From an optimization exercise on the open Yosys and OpenROAD flow, aimed at small area and a short achievable clock period; shortcuts taken in it are not production practice. Function was checked by simulation only, so behaviour that the tests miss may differ from the original. The clock input has no modelled driver; a real chip could not lean on it and would need a root buffer or a full tree. Power is estimated from default activity; no workload was simulated.

==> inputs of job 6285 <==
Design rerok_rx, start of the top module:
module rerok_rx (
    input  wire        clk,
    input  wire        rst,           
    input  wire        from_board,    
    input  wire        sym_valid,
    input  wire [9:0]  sym,
    output reg         word_valid,
    output wire [5:0]  word_index,
    output wire [31:0] word_data,
    output reg         frame_done,
    output reg  [2:0]  frame_reason,
    output wire [7:0]  frame_type,
    output wire [15:0] frame_seq,
    output wire [7:0]  frame_len
);
    localparam [2:0] R_OK    = 3'd0;
    localparam [2:0] R_CODE  = 3'd1;
    localparam [2:0] R_TYPE  = 3'd2;
    localparam [2:0] R_LEN   = 3'd3;
    localparam [2:0] R_CRC   = 3'd4;
    localparam [2:0] R_FIELD = 3'd5;
    localparam [2:0] S_HUNT  = 3'b000;    
    localparam [2:0] S_COMMA = 3'b001;    
    localparam [2:0] S_HDR   = 3'b100;    
    localparam [2:0] S_PAY   = 3'b101;
    localparam [2:0] S_CRC   = 3'b110;
    localparam [31:0] CRC_RESIDUE = 32'hDEBB20E3;
    function [31:0] crc_byte;
        input [31:0] crc;
        input [7:0]  d;
        integer      k;
        reg   [31:0] c;
        begin
            c = crc;
            for (k = 0; k < 8; k = k + 1) begin
                if (c[0] ^ d[k])
                    c = (c >> 1) ^ 32'hEDB88320;
                else
                    c = c >> 1;
            end
            crc_byte = c;
        end
    endfunction
    reg       in_valid;
    reg       fb;              
    reg       rst_q;           
    reg [9:0] in_sym;
    always @(posedge clk) begin
        in_valid <= sym_valid & ~rst;
        fb       <= from_board;
        rst_q    <= rst;
        in_sym   <= sym;
    end
    reg        rd;             
    wire [5:0] c6 = in_sym[9:4];
    wire [3:0] c4 = in_sym[3:0];
    reg [4:0] dx;
    reg       ok6n, ok6p;
  ...
export LEC_CHECK = 0
export CAP_MARGIN = 20
export CORE_AREA = 2.3 2.72 105.8 106.08
export DIE_AREA = 0 0 108.1 108.1
export PLACE_DENSITY = 0.8
export SLEW_MARGIN = 20
create_clock -name core_clock -period 10.0 [get_ports {clk}]
standard.sh (not shown) runs the stock make flow with config.mk's settings and CLKGATE_MAP_FILE= SYNTH_SCRIPT=/design/flow/synth_recipe.tcl, a recipe that flattens the netlist after the stock synthesis.
==> flow/flow/run.sh <==
#!/bin/bash
# Standard layout with these changes:
# - synthesis: the standard flow's synthesis script, with an area-oriented ABC mapping script
#   (flow/abc_area.script) in place of ORFS's abc_speed.script; everything else
#   (registers, -nofsm -noshare, flattening, renaming) is the standard flow's own;
# - plain buf_2 cells as the port buffers;
# - between placement and routing, flow/post_place.tcl (output isolation, a
#   shallow clock distribution and setup repair) in place of TritonCTS.
# Each tool's output goes to a log of its own here (synth.log, place.log,
# post_place.log, finish.log) besides ORFS's own logs under orfs/logs.
set -euo pipefail
RES=$PWD/orfs/results/sky130hd/rerok_rx/base
# ORFS's scripts folder, with the ABC script replaced, for the synthesis step only
rm -rf scripts
cp -r "$FLOW_HOME/scripts" scripts
cp flow/abc_area.script scripts/abc_speed.script
bash standard.sh SCRIPTS_DIR=$PWD/scripts synth > synth.log 2>&1
export BUFFER_PORTS_ARGS="-buffer_cell sky130_fd_sc_hd__buf_2"
bash standard.sh place > place.log 2>&1
RES=$RES RT_MARGIN=7.33 ISO_MIN=2 NROOT=4 NLEAF=4 LEAF=inv_16 ROOT=inv_8 \
  openroad -no_init -exit flow/post_place.tcl > post_place.log 2>&1
bash standard.sh finish > finish.log 2>&1
==> flow/flow/post_place.tcl <==
# Runs between placement and routing, in place of TritonCTS.
#
# 1. Output isolation: where the register behind an output port's buffer also
#    drives ISO_MIN or more other pins, those pins get a buf_1 of their own, so
#    that the register drives little more than the port buffer.
# 3. Setup repair (resizing and buffering) aimed at a period of 10 ns less
#    RT_MARGIN, where RT_MARGIN is above 0.
set plat $::env(FLOW_HOME)/platforms/sky130hd
set res $::env(RES)
read_lef $plat/lef/sky130_fd_sc_hd.tlef
read_lef $plat/lef/sky130_fd_sc_hd_merged.lef
read_liberty $plat/lib/sky130_fd_sc_hd__tt_025C_1v80.lib
read_db $res/3_place.odb
read_sdc $res/3_place.sdc
source $plat/setRC.tcl

set block [ord::get_db_block]

# --- output isolation
set iso_min $::env(ISO_MIN)
set n 0
foreach bt [$block getBTerms] {
  if {[$bt getIoType] ne "OUTPUT"} { continue }
  set buf ""
  foreach it [[$bt getNet] getITerms] {
    if {[$it isOutputSignal]} { set buf [$it getInst] }
  }
  if {$buf eq ""} { continue }
  set inet [[$buf findITerm A] getNet]
  set others {}
  foreach it [$inet getITerms] {
    if {[$it isInputSignal] && [$it getInst] ne $buf} {
      lappend others [sta::find_pin "[[$it getInst] getName]/[[$it getMTerm] getName]"]
    }
  }
  if {[llength $others] >= $iso_min} {
    insert_buffer -buffer_cell sky130_fd_sc_hd__buf_1 -net [sta::find_net [$inet getName]] -load_pins $others
    incr n
  }
}
puts "output isolation buffers: $n"

# --- clock distribution
set clknet [$block findNet clk]
$clknet setSigType CLOCK
set nroot $::env(NROOT)
set nleaf $::env(NLEAF)
set leafm [[ord::get_db] findMaster sky130_fd_sc_hd__$::env(LEAF)]
set rootm [[ord::get_db] findMaster sky130_fd_sc_hd__$::env(ROOT)]

proc bisect {pts n axis} {
  if {$n <= 1} { return [list $pts] }
  set pts [lsort -integer -index $axis $pts]
  set h [expr {[llength $pts] / 2}]
  return [concat [bisect [lrange $pts 0 [expr {$h - 1}]] [expr {$n / 2}] [expr {1 - $axis}]] \
                 [bisect [lrange $pts $h end] [expr {$n / 2}] [expr {1 - $axis}]]]
}

proc outterm {inst} {
  set t [$inst findITerm X]
  if {$t eq "NULL"} { set t [$inst findITerm Y] }
  return $t
}

proc drive {name master grp innet} {
  set block [ord::get_db_block]
  set inst [odb::dbInst_create $block $master $name]
  set net [odb::dbNet_create $block ${name}_net]
  $net setSigType CLOCK
  set sx 0
  set sy 0
  foreach e $grp {
    lassign $e x y term
    $term disconnect
    $term connect $net
    incr sx $x
    incr sy $y
  }
  [$inst findITerm A] connect $innet
  [outterm $inst] connect $net
  set cx [expr {$sx / [llength $grp]}]
  set cy [expr {$sy / [llength $grp]}]
  $inst setLocation $cx $cy
  $inst setPlacementStatus PLACED
  return [list $cx $cy [$inst findITerm A]]
}

set pts {}
foreach it [$clknet getITerms] {
  set bb [[$it getInst] getBBox]
  lappend pts [list [expr {([$bb xMin] + [$bb xMax]) / 2}] [expr {([$bb yMin] + [$bb yMax]) / 2}] $it]
}
puts "clock sinks: [llength $pts]"
set leaves {}
set g 0
foreach grp [bisect $pts $nleaf 0] {
  lappend leaves [drive clkleaf_$g $leafm $grp $clknet]
  incr g
}
if {$nroot > 0} {
  set g 0
  foreach grp [bisect $leaves $nroot 0] {
    drive clkroot_$g $rootm $grp $clknet
    incr g
  }
}

detailed_placement
set_propagated_clock [all_clocks]
estimate_parasitics -placement

# 3. Setup repair aimed at a period of 10 ns less RT_MARGIN.
if {$::env(RT_MARGIN) > 0} {
  repair_timing -setup -setup_margin $::env(RT_MARGIN)
  detailed_placement
  estimate_parasitics -placement
}
check_placement -verbose
report_clock_latency
set w 0
foreach pin [all_registers -clock_pins] {
  foreach e {rise fall} { set w [expr {max($w, [get_property $pin slew_max_$e])}] }
}
puts "estimated worst clock pin slew: $w"
report_checks -path_delay max -format end -group_path_count 10
report_checks -path_delay max -fields {fanout cap slew}
write_db $res/4_1_cts.odb
write_sdc -no_timestamp $res/4_cts.sdc
Other scripts of this flow, unchanged in this note and not shown: flow/flow/abc_area.script
==> job 8074: changes against job 6285 <==
--- a/flow/flow/run.sh
+++ b/flow/flow/run.sh
@@ -17,6 +17,6 @@
 bash standard.sh SCRIPTS_DIR=$PWD/scripts synth > synth.log 2>&1
 export BUFFER_PORTS_ARGS="-buffer_cell sky130_fd_sc_hd__buf_2"
 bash standard.sh place > place.log 2>&1
-RES=$RES RT_MARGIN=7.33 ISO_MIN=2 NROOT=4 NLEAF=4 LEAF=inv_16 ROOT=inv_8 \
+RES=$RES RT_MARGIN=7.38 ISO_MIN=2 OUTBUF_NEAR=1 NROOT=4 NLEAF=4 LEAF=inv_16 ROOT=inv_8 \
   openroad -no_init -exit flow/post_place.tcl > post_place.log 2>&1
 bash standard.sh finish > finish.log 2>&1
--- a/flow/flow/post_place.tcl
+++ b/flow/flow/post_place.tcl
@@ -2,7 +2,8 @@
 #
 # 1. Output isolation: where the register behind an output port's buffer also
 #    drives ISO_MIN or more other pins, those pins get a buf_1 of their own, so
-#    that the register drives little more than the port buffer.
+#    that the register drives little more than the port buffer. With
+#    OUTBUF_NEAR 1 the port buffer is moved next to that register.
 # 3. Setup repair (resizing and buffering) aimed at a period of 10 ns less
 #    RT_MARGIN, where RT_MARGIN is above 0.
 set plat $::env(FLOW_HOME)/platforms/sky130hd
@@ -36,6 +37,16 @@
   if {[llength $others] >= $iso_min} {
     insert_buffer -buffer_cell sky130_fd_sc_hd__buf_1 -net [sta::find_net [$inet getName]] -load_pins $others
     incr n
+  }
+  # The port buffer goes next to the register that drives it, so that the
+  # register sees a short wire and the buffer drives the wire to the pin.
+  if {$::env(OUTBUF_NEAR) && [[[$buf findITerm A] getNet] getITerms] ne ""} {
+    foreach it [$inet getITerms] {
+      if {[$it isOutputSignal]} {
+        set bb [[$it getInst] getBBox]
+        $buf setLocation [$bb xMin] [$bb yMin]
+      }
+    }
   }
 }
 puts "output isolation buffers: $n"
==> job 3566: changes against job 6285 <==
--- a/flow/flow/run.sh
+++ b/flow/flow/run.sh
@@ -17,6 +17,6 @@
 bash standard.sh SCRIPTS_DIR=$PWD/scripts synth > synth.log 2>&1
 export BUFFER_PORTS_ARGS="-buffer_cell sky130_fd_sc_hd__buf_2"
 bash standard.sh place > place.log 2>&1
-RES=$RES RT_MARGIN=7.33 ISO_MIN=2 NROOT=4 NLEAF=4 LEAF=inv_16 ROOT=inv_8 \
+RES=$RES RT_MARGIN=7.38 ISO_MIN=2 NROOT=4 NLEAF=4 LEAF=inv_16 ROOT=inv_8 \
   openroad -no_init -exit flow/post_place.tcl > post_place.log 2>&1
 bash standard.sh finish > finish.log 2>&1
Settings changed: CORE_AREA 2.3 2.72 105.8 106.08 to 2.3 2.72 97.98 97.92, DIE_AREA 0 0 108.1 108.1 to 0 0 100.1 100.1, PLACE_DENSITY 0.8 to 0.9.
==> run notes <==
| quantity | job 8074 | job 3566 | job 6285 |
|---|---|---|---|
| Number of cells traversed by the worst register-to-register path | 10 | 11 | 10 |
| Row count | 38 | 35 | 38 |
| Total met2 wirelength after detailed routing | 8524 um | 8844 um | 7941 um |
| HP Start | crc_end | wsr[15] | in_valid |
| Clock group share of total power | 18.6% | 18.4% | 18.2% |
| End point of the most critical hold path | frame_reason[1] | wsr[7] | d_valid |
| Share of post-route cells with drive strength above 1 | 17.78% | 17.57% | 16.64% |
| Routed vias | 5,524 | 5,656 | 5,285 |
| Hold-critical path depth | 1 | 0 | 1 |
| Result of the run | complete, no violations | complete, no violations | complete, no violations |
| Vertical die dimension | 108.1 um | 100.1 um | 108.1 um |
| Sequential share of cell area | 49.96% | 50.80% | 50.72% |
| Power drawn by the combinational cells | 0.304 mW | 0.315 mW | 0.302 mW |
| Delay of the slowest cell on the worst path | 460 ps | 490 ps | 450 ps |
| GR Util met1 | 40.23% | 46.65% | 33.29% |
| Worst r2r src | f_len[2] | f_len[3] | f_len[3] |
| Global routing usage on met2 | 51.03% | 61.49% | 46.45% |
| Final hold slack | 458.4 ps | 462.2 ps | 460.0 ps |
| Combined area of the multi-input logic cells | 2725 um^2 | 2739 um^2 | 2725 um^2 |
| Initial cell density of the core | 61.73% | 72.50% | 61.73% |
| Peak Freq | 0.3588 GHz | 0.3554 GHz | 0.3646 GHz |
| Fillcell total | 710 | 491 | 750 |
| Final Net Count | 757 | 749 | 747 |
| Transition time at the pin with the least slew margin | 848.7 ps | 835.2 ps | 844.6 ps |
No run of this note takes its clock network from TritonCTS; it comes from the design's own scripts or RTL.

## static timing again, ports no longer ideal
No port has a modelled driver above. Below, the same layouts with a new extraction and two added sets of constraints.
Step 1 assumes that a clkbuf_16 drives the clock port and a buf_2 every other input.
Step 2 adds t to the input delays and takes it off the output delays; t is the mean of the earliest and latest rising clock arrival at the registers after step 1. Input paths then give back, and output paths get back, about the clock's delay inside the block.
a / b / c = ideal ports / drivers / drivers and shift; a / b = the first two.
run	t (ns)	slack for setup (ns)	worst setup path after step 2	worst slew at a driven data input, ns
job 6285	0.250	7.257 / 7.130 / 7.313	register to register	0.03
job 8074	0.252	7.213 / 7.086 / 7.222	register to register	0.03
job 3566	0.256	7.186 / 7.057 / 7.197	register to register	0.05
After both steps setup and hold are still met in every run listed.
